Source: an optimization exercise on an open RTL-to-GDS flow (aim: small area, a short achievable clock period and few clock cycles per item). Production flows keep margins and buffers that such runs may drop. At most, simulation tests tie the RTL to the original design; equivalence was not proved.

Design kw_unwrap, start of the top module:
module kw_unwrap (
    input  wire         clk,
    input  wire         rst,       
    input  wire         start,     
    input  wire [127:0] kek,       
    input  wire [191:0] wrapped,   
    output wire         busy,
    output wire         done,      
    output wire         ok,        
    output wire [127:0] key        
);
For scale: ~6600 cells after synthesis, about 460 flip-flops, ~450 I/O pins, ~0.055 sq mm of cells after synthesis.
Settings: LEC_CHECK=0, CAP_MARGIN=20, CORE_MARGIN=2, CORE_UTILIZATION=23, SETUP_SLACK_MARGIN=1.65, SLEW_MARGIN=20, SYNTH_HIERARCHICAL=1; clock period 8.0 ns.
standard.sh (not shown) runs the stock make flow with config.mk's settings and CLKGATE_MAP_FILE= SYNTH_SCRIPT=/design/flow/synth_recipe.tcl, a recipe that flattens the netlist after the stock synthesis.
==> flow/flow/run.sh <==
#!/bin/bash
# The standard layout (the standard.sh: ORFS synthesis to finish), with
# these changes in how it is made:
#  - the port buffers that global placement inserts on every input and
#    output are the smallest buffer (buf_1) instead of clkdlybuf4s50_1;
#  - clock tree synthesis inserts no dummy loads;
#  - after floorplanning, the flip-flops of the round state (st) get a
#    stronger drive (same cell type, dfxtp_1 -> dfxtp_4): they drive the
#    InvMixColumns network at the start of the critical loop.
# ORFS writes each step's full log under orfs/logs/; make's output goes to
# flow_*.log and the resizing step's to upsize.log, all in this folder.
set -euo pipefail
export BUFFER_PORTS_ARGS="-buffer_cell sky130_fd_sc_hd__buf_1"
export CTS_ARGS="-sink_clustering_enable -repair_clock_nets -dont_use_dummy_load"
bash standard.sh floorplan > flow_floorplan.log 2>&1
odb=orfs/results/$FLOW_PLATFORM/kw_unwrap/base/2_floorplan.odb
ODB=$odb openroad -no_init -exit flow/upsize.tcl > upsize.log 2>&1
bash standard.sh finish > flow_finish.log 2>&1
==> flow/flow/upsize.tcl <==
# Give the state flip-flops st[*] the 4x drive version of their cell.
read_db $::env(ODB)
set db [ord::get_db]
set block [[$db getChip] getBlock]
set n 0
foreach inst [$block getInsts] {
  set name [$inst getName]
  set m [[$inst getMaster] getName]
  if {[string first "st\\\[" $name] == 0 && $m eq "sky130_fd_sc_hd__dfxtp_1"} {
    $inst swapMaster [$db findMaster sky130_fd_sc_hd__dfxtp_4]
    incr n
  }
}
puts "resized $n flip-flops"
write_db $::env(ODB)
Testbench counts at the start, summed over its fixed seeds: cycles 67,072, items 512.
Next try:
- CORE_UTILIZATION: 23 -> 20
Clock skew went up by 45 ps.
Cell count goes up by 4.0%.
Routed wire length came out higher by 3.8%.
Core utilization shrinks by 3.5 points.
Maximum frequency went down by 1.5%.
Next try:
==> flow/flow/run.sh (replaced) <==
#!/bin/bash
# The standard layout (the standard.sh: ORFS synthesis to finish), with
# two changes in how it is made:
#  - the port buffers that global placement inserts on every input and
#    output are the smallest buffer (buf_1) instead of clkdlybuf4s50_1;
#  - clock tree synthesis inserts no dummy loads.
# ORFS writes each step's full log under orfs/logs/; make's own output goes
# to flow.log here.
set -euo pipefail
export BUFFER_PORTS_ARGS="-buffer_cell sky130_fd_sc_hd__buf_1"
export CTS_ARGS="-sink_clustering_enable -repair_clock_nets -dont_use_dummy_load"
bash standard.sh finish > flow.log 2>&1
- CORE_UTILIZATION: 20 -> 24
- SETUP_SLACK_MARGIN: 1.65 -> 1.5
removed: flow/flow/upsize.tcl
The new run finished with timing, DRC and antenna clean.
First-iteration DRC count is lower by 9.6%.
Global-route usage is higher by 2.5 points.
Utilization is higher by 4.2 points.
Via count is lower by 0.58%.
Non-clock buffer count is higher by 47.
Critical path depth is lower by 4.
Routed wire length is lower by 3.3%.
Cell count is lower by 5.2%.
Setup slack gets worse by 120 ps.
Next try:
==> flow/flow/run.sh (replaced) <==
#!/bin/bash
# The standard layout (the standard.sh: ORFS synthesis to finish), with
# these changes in how it is made:
#  - the port buffers that global placement inserts on every input and
#    output are the smallest buffer (buf_1) instead of clkdlybuf4s50_1;
#  - clock tree synthesis inserts no dummy loads;
#  - after floorplanning, the flip-flops of the round state (st) get a
#    stronger drive (same cell type, dfxtp_1 -> dfxtp_4): they drive the
#    InvMixColumns network at the start of the critical loop.
# ORFS writes each step's full log under orfs/logs/; make's output goes to
# flow_*.log and the resizing step's to upsize.log, all in this folder.
set -euo pipefail
export BUFFER_PORTS_ARGS="-buffer_cell sky130_fd_sc_hd__buf_1"
export CTS_ARGS="-sink_clustering_enable -repair_clock_nets -dont_use_dummy_load"
bash standard.sh floorplan > flow_floorplan.log 2>&1
odb=orfs/results/$FLOW_PLATFORM/kw_unwrap/base/2_floorplan.odb
ODB=$odb openroad -no_init -exit flow/upsize.tcl > upsize.log 2>&1
bash standard.sh finish > flow_finish.log 2>&1
==> flow/flow/upsize.tcl (new file) <==
# Give the state flip-flops st[*] the 4x drive version of their cell.
read_db $::env(ODB)
set db [ord::get_db]
set block [[$db getChip] getBlock]
set n 0
foreach inst [$block getInsts] {
  set name [$inst getName]
  set m [[$inst getMaster] getName]
  if {[string first "st\\\[" $name] == 0 && $m eq "sky130_fd_sc_hd__dfxtp_1"} {
    $inst swapMaster [$db findMaster sky130_fd_sc_hd__dfxtp_4]
    incr n
  }
}
puts "resized $n flip-flops"
write_db $::env(ODB)
- CORE_UTILIZATION: 24 -> 22
- SETUP_SLACK_MARGIN: 1.5 -> 1.65
=>
- final cell count climbs by 3.0%
- cell area climbs by 1.5%
- first-iteration DRC count climbs by 22%
- worst setup slack gains 190 ps

* * *

Starting RTL as in the previous note.
==> flow/config.mk <==
export PLATFORM = sky130hd
export DESIGN_NAME = kw_unwrap
export DESIGN_NICKNAME = kw_unwrap
export VERILOG_FILES = /design/flow/design.v
export SDC_FILE = /design/flow/constraint.sdc
export NUM_CORES = 8
export LEC_CHECK = 0
export CAP_MARGIN = 20
export CORE_MARGIN = 2
export CORE_UTILIZATION = 25
export GPL_ROUTABILITY_DRIVEN = 0
export SETUP_SLACK_MARGIN = 1.65
export SLEW_MARGIN = 20
export SYNTH_HIERARCHICAL = 1
==> flow/constraint.sdc <==
create_clock -name core_clock -period 8.0 [get_ports {clk}]
set_input_delay 1.6000 -clock core_clock [delete_from_list [all_inputs] [get_ports {clk}]]
set_output_delay 1.6000 -clock core_clock [all_outputs]
set_load 0.01 [all_outputs]
==> flow/flow/run.sh <==
#!/bin/bash
# The standard layout (the standard.sh: ORFS synthesis to finish), with
# these changes in how it is made:
#  - the port buffers that global placement inserts on every input and
#    output are the smallest buffer (buf_1) instead of clkdlybuf4s50_1;
#  - clock tree synthesis inserts no dummy loads;
#  - after floorplanning, the flip-flops of the round state (st) get a
#    stronger drive (same cell type, dfxtp_1 -> dfxtp_4): they drive the
#    InvMixColumns network at the start of the critical loop.
# ORFS writes each step's full log under orfs/logs/; make's output goes to
# flow_*.log and the resizing step's to upsize.log, all in this folder.
set -euo pipefail
export BUFFER_PORTS_ARGS="-buffer_cell sky130_fd_sc_hd__buf_1"
export CTS_ARGS="-sink_clustering_enable -repair_clock_nets -dont_use_dummy_load"
bash standard.sh floorplan > flow_floorplan.log 2>&1
odb=orfs/results/$FLOW_PLATFORM/kw_unwrap/base/2_floorplan.odb
ODB=$odb openroad -no_init -exit flow/upsize.tcl > upsize.log 2>&1
bash standard.sh finish > flow_finish.log 2>&1
==> flow/flow/upsize.tcl <==
# Give the state flip-flops st[*] the 4x drive version of their cell.
read_db $::env(ODB)
set db [ord::get_db]
set block [[$db getChip] getBlock]
set n 0
foreach inst [$block getInsts] {
  set name [$inst getName]
  set m [[$inst getMaster] getName]
  if {[string first "st\\\[" $name] == 0 && $m eq "sky130_fd_sc_hd__dfxtp_1"} {
    $inst swapMaster [$db findMaster sky130_fd_sc_hd__dfxtp_4]
    incr n
  }
}
puts "resized $n flip-flops"
write_db $::env(ODB)
Testbench counts at the start, summed over its fixed seeds: cycles 67,072, items 512.
Rerun with:
--- a/flow/flow/run.sh
+++ b/flow/flow/run.sh
@@ -6,2 +6,3 @@
 #  - clock tree synthesis inserts no dummy loads;
+#  - timing repair only resizes and swaps cells (no new buffers);
 #  - after floorplanning, the flip-flops of the round state (st) get a
@@ -14,2 +15,3 @@
 export CTS_ARGS="-sink_clustering_enable -repair_clock_nets -dont_use_dummy_load"
+export SETUP_MOVE_SEQUENCE="unbuffer,sizeup,swap,vt_swap"
 bash standard.sh floorplan > flow_floorplan.log 2>&1
--- a/flow/config.mk
+++ b/flow/config.mk
@@ -10,4 +10,3 @@
 export CORE_UTILIZATION = 25
-export GPL_ROUTABILITY_DRIVEN = 0
-export SETUP_SLACK_MARGIN = 1.65
+export SETUP_SLACK_MARGIN = 2.0
 export SLEW_MARGIN = 20
Wire length went up by 3.5%.
Final cell count shrinks by 0.85%.
Critical path depth is lower by 7.
Sequential share of layout area fell by 1.5 points.
Flip-flop and latch count does not change.
Register-to-register slack improved by 0.06 ns.
Global-route usage went up by 0.70 points.
Rerun with:
--- a/flow/flow/run.sh
+++ b/flow/flow/run.sh
@@ -6,3 +6,2 @@
 #  - clock tree synthesis inserts no dummy loads;
-#  - timing repair only resizes and swaps cells (no new buffers);
 #  - after floorplanning, the flip-flops of the round state (st) get a
@@ -15,3 +14,2 @@
 export CTS_ARGS="-sink_clustering_enable -repair_clock_nets -dont_use_dummy_load"
-export SETUP_MOVE_SEQUENCE="unbuffer,sizeup,swap,vt_swap"
 bash standard.sh floorplan > flow_floorplan.log 2>&1
--- a/flow/config.mk
+++ b/flow/config.mk
@@ -9,4 +9,4 @@
 export CORE_MARGIN = 2
-export CORE_UTILIZATION = 25
-export SETUP_SLACK_MARGIN = 2.0
+export CORE_UTILIZATION = 22
+export SETUP_SLACK_MARGIN = 1.8
 export SLEW_MARGIN = 20
Effect:
- count of clock-buffer cells in the layout rose by 2
- non-clock buffer count goes up by 164
- final area drops by a few percent
Rerun with:
--- a/flow/config.mk
+++ b/flow/config.mk
@@ -9,4 +9,4 @@
 export CORE_MARGIN = 2
-export CORE_UTILIZATION = 22
-export SETUP_SLACK_MARGIN = 1.8
+export CORE_UTILIZATION = 26
+export SETUP_SLACK_MARGIN = 1.65
 export SLEW_MARGIN = 20
After rerunning:
- routed wire length drops slightly
- global-route usage climbs by 3.0 points
- non-clock buffer count went up by 1
Rerun with:
--- a/flow/flow/run.sh
+++ b/flow/flow/run.sh
@@ -6,2 +6,3 @@
 #  - clock tree synthesis inserts no dummy loads;
+#  - timing repair only resizes and swaps cells (no new buffers);
 #  - after floorplanning, the flip-flops of the round state (st) get a
@@ -14,2 +15,3 @@
 export CTS_ARGS="-sink_clustering_enable -repair_clock_nets -dont_use_dummy_load"
+export SETUP_MOVE_SEQUENCE="unbuffer,sizeup,swap,vt_swap"
 bash standard.sh floorplan > flow_floorplan.log 2>&1
--- a/flow/config.mk
+++ b/flow/config.mk
@@ -9,3 +9,3 @@
 export CORE_MARGIN = 2
-export CORE_UTILIZATION = 26
+export CORE_UTILIZATION = 24
 export SETUP_SLACK_MARGIN = 1.65
Cell area grows by 1.1%.
Utilization fell by 1.9 points.
Register-to-register slack improved by 0.04 ns.
Maximum frequency rose by 0.63%.
Worst hold slack is better by 0.014 ns.
Setup slack gets better by 0.040 ns.
Rerun with:
==> flow/flow/run.sh (replaced) <==
#!/bin/bash
# The standard layout (the standard.sh: ORFS synthesis to finish), with
# two changes in how it is made:
#  - the port buffers that global placement inserts on every input and
#    output are the smallest buffer (buf_1) instead of clkdlybuf4s50_1;
#  - clock tree synthesis inserts no dummy loads.
# ORFS writes each step's full log under orfs/logs/; make's own output goes
# to flow.log here.
set -euo pipefail
export BUFFER_PORTS_ARGS="-buffer_cell sky130_fd_sc_hd__buf_1"
export CTS_ARGS="-sink_clustering_enable -repair_clock_nets -dont_use_dummy_load"
bash standard.sh finish > flow.log 2>&1
--- a/flow/config.mk
+++ b/flow/config.mk
@@ -9,4 +9,4 @@
 export CORE_MARGIN = 2
-export CORE_UTILIZATION = 24
-export SETUP_SLACK_MARGIN = 1.65
+export CORE_UTILIZATION = 26
+export SETUP_SLACK_MARGIN = 1.5
 export SLEW_MARGIN = 20
removed: flow/flow/upsize.tcl
Synthesized area is unchanged.
Core utilization went up by 1.4 points.
Register-to-register slack degrades by 0.16 ns.
Worst hold slack improved by 0.0082 ns.

* * *

Setup of v40:
kw_unwrap, a different RTL version from the one above (not shown whole).
For scale: roughly 6600 cells after synthesis, roughly 460 flip-flops, roughly 450 I/O pins.
## kw_unwrap
module kw_unwrap (
    input  wire         clk,
    input  wire         rst,       
    input  wire         start,     
    input  wire [127:0] kek,       
    input  wire [191:0] wrapped,   
    output wire         busy,
    output wire         done,      
    output wire         ok,        
    output wire [127:0] key        
);
export LEC_CHECK = 0
export CAP_MARGIN = 20
export CORE_MARGIN = 2
export CORE_UTILIZATION = 24
export SETUP_SLACK_MARGIN = 1.65
export SLEW_MARGIN = 20
export SYNTH_HIERARCHICAL = 1
create_clock -name core_clock -period 8.0 [get_ports {clk}]
==> flow/flow/run.sh <==
#!/bin/bash
# The standard layout (the standard.sh: ORFS synthesis to finish), with
# these changes in how it is made:
#  - the port buffers that global placement inserts on every input and
#    output are the smallest buffer (buf_1) instead of clkdlybuf4s50_1;
#  - clock tree synthesis inserts no dummy loads;
#  - after floorplanning, the flip-flops of the round state (st) get a
#    stronger drive (same cell type, dfxtp_1 -> dfxtp_4): they drive the
#    InvMixColumns network at the start of the critical loop.
# ORFS writes each step's full log under orfs/logs/; make's output goes to
# flow_*.log and the resizing step's to upsize.log, all in this folder.
set -euo pipefail
export BUFFER_PORTS_ARGS="-buffer_cell sky130_fd_sc_hd__buf_1"
export CTS_ARGS="-sink_clustering_enable -repair_clock_nets -dont_use_dummy_load"
bash standard.sh floorplan > flow_floorplan.log 2>&1
odb=orfs/results/$FLOW_PLATFORM/kw_unwrap/base/2_floorplan.odb
ODB=$odb openroad -no_init -exit flow/upsize.tcl > upsize.log 2>&1
bash standard.sh finish > flow_finish.log 2>&1
==> flow/flow/upsize.tcl <==
# Give the state flip-flops st[*] the 4x drive version of their cell.
read_db $::env(ODB)
set db [ord::get_db]
set block [[$db getChip] getBlock]
set n 0
foreach inst [$block getInsts] {
  set name [$inst getName]
  set m [[$inst getMaster] getName]
  if {[string first "st\\\[" $name] == 0 && $m eq "sky130_fd_sc_hd__dfxtp_1"} {
    $inst swapMaster [$db findMaster sky130_fd_sc_hd__dfxtp_4]
    incr n
  }
}
puts "resized $n flip-flops"
write_db $::env(ODB)
The following lists how v7 was set up differently from v40:
Settings: changing CORE_UTILIZATION from 24 to 26.
[summary]
Looking at setup slack across both flows, v7 is the stronger of the two, with v40 trailing.
[v7 vs v40] worst hold margin: lower in v7
Going from v40 to v7, the die area was shrunk.
v7 against v40: maximum number of pins on one net before global-route repair went up.
Non-clock buffer count went down slightly going from v40 to v7.
sky130_fd_sc_hd__xor3_2 as the highest-delay cell along the critical path was reported by v40, and sky130_fd_sc_hd__dfxtp_2 by v7.
diff inputs: v7 => v6
Settings: swapping 26 for 25 in CORE_UTILIZATION.
--- outcome ---
Compared with v7, v6 shows a lower non-clock buffer count. On first-pass GRT wire length, the lower figure sits with v7, not v6.
No run of this note included a check of the RTL's function; only the layout flow was run.

==> separate check: timing with driven ports <==
Ports are ideal in the flow. The routed layouts listed here were re-timed in OpenROAD. Step 1, drivers: a clkbuf_16 drives clk and a buf_2 each remaining input, both assumed. Step 2 adds t to the input delays and takes it off the output delays; t is the mean of the earliest and latest rising clock arrival at the registers after step 1. Input paths then give back, and output paths get back, about the clock's delay inside the block. Slacks: ideal ports / drivers / drivers and shift; pairs: ideal ports / drivers.
run	t, ns	setup slack, ns	hold slack, ns	worst setup path at the end	pins driven straight from the clock port
the first run of note 1	0.745	1.830 / 1.830 / 1.830	0.553 / 0.553 / 0.553	register to register	1
the second run of note 1	0.746	1.738 / 1.738 / 1.738	0.538 / 0.538 / 0.538	register to register	1
the third run of note 1	0.784	1.620 / 1.620 / 1.620	0.520 / 0.520 / 0.520	register to register	1
the fourth run of note 1	0.757	1.807 / 1.807 / 1.807	0.498 / 0.498 / 0.498	register to register	1
the first run of note 2	0.758	1.675 / 1.675 / 1.675	0.526 / 0.526 / 0.526	register to register	1
the second run of note 2	0.766	1.738 / 1.738 / 1.738	0.538 / 0.538 / 0.538	register to register	1
the third run of note 2	0.754	1.961 / 1.961 / 1.961	0.515 / 0.515 / 0.515	register to register	1
the fourth run of note 2	0.726	1.721 / 1.721 / 1.721	0.529 / 0.529 / 0.529	register to register	1
the fifth run of note 2	0.753	1.761 / 1.761 / 1.761	0.543 / 0.543 / 0.543	register to register	1
the sixth run of note 2	0.770	1.601 / 1.601 / 1.601	0.551 / 0.551 / 0.551	register to register	1
v40	0.733	1.698 / 1.698 / 1.698	0.565 / 0.565 / 0.565	register to register	1
v7	0.744	1.712 / 1.712 / 1.712	0.504 / 0.504 / 0.504	register to register	1
v6	0.726	1.835 / 1.835 / 1.835	0.557 / 0.557 / 0.557	register to register	1
After both steps every run listed still meets setup and hold.
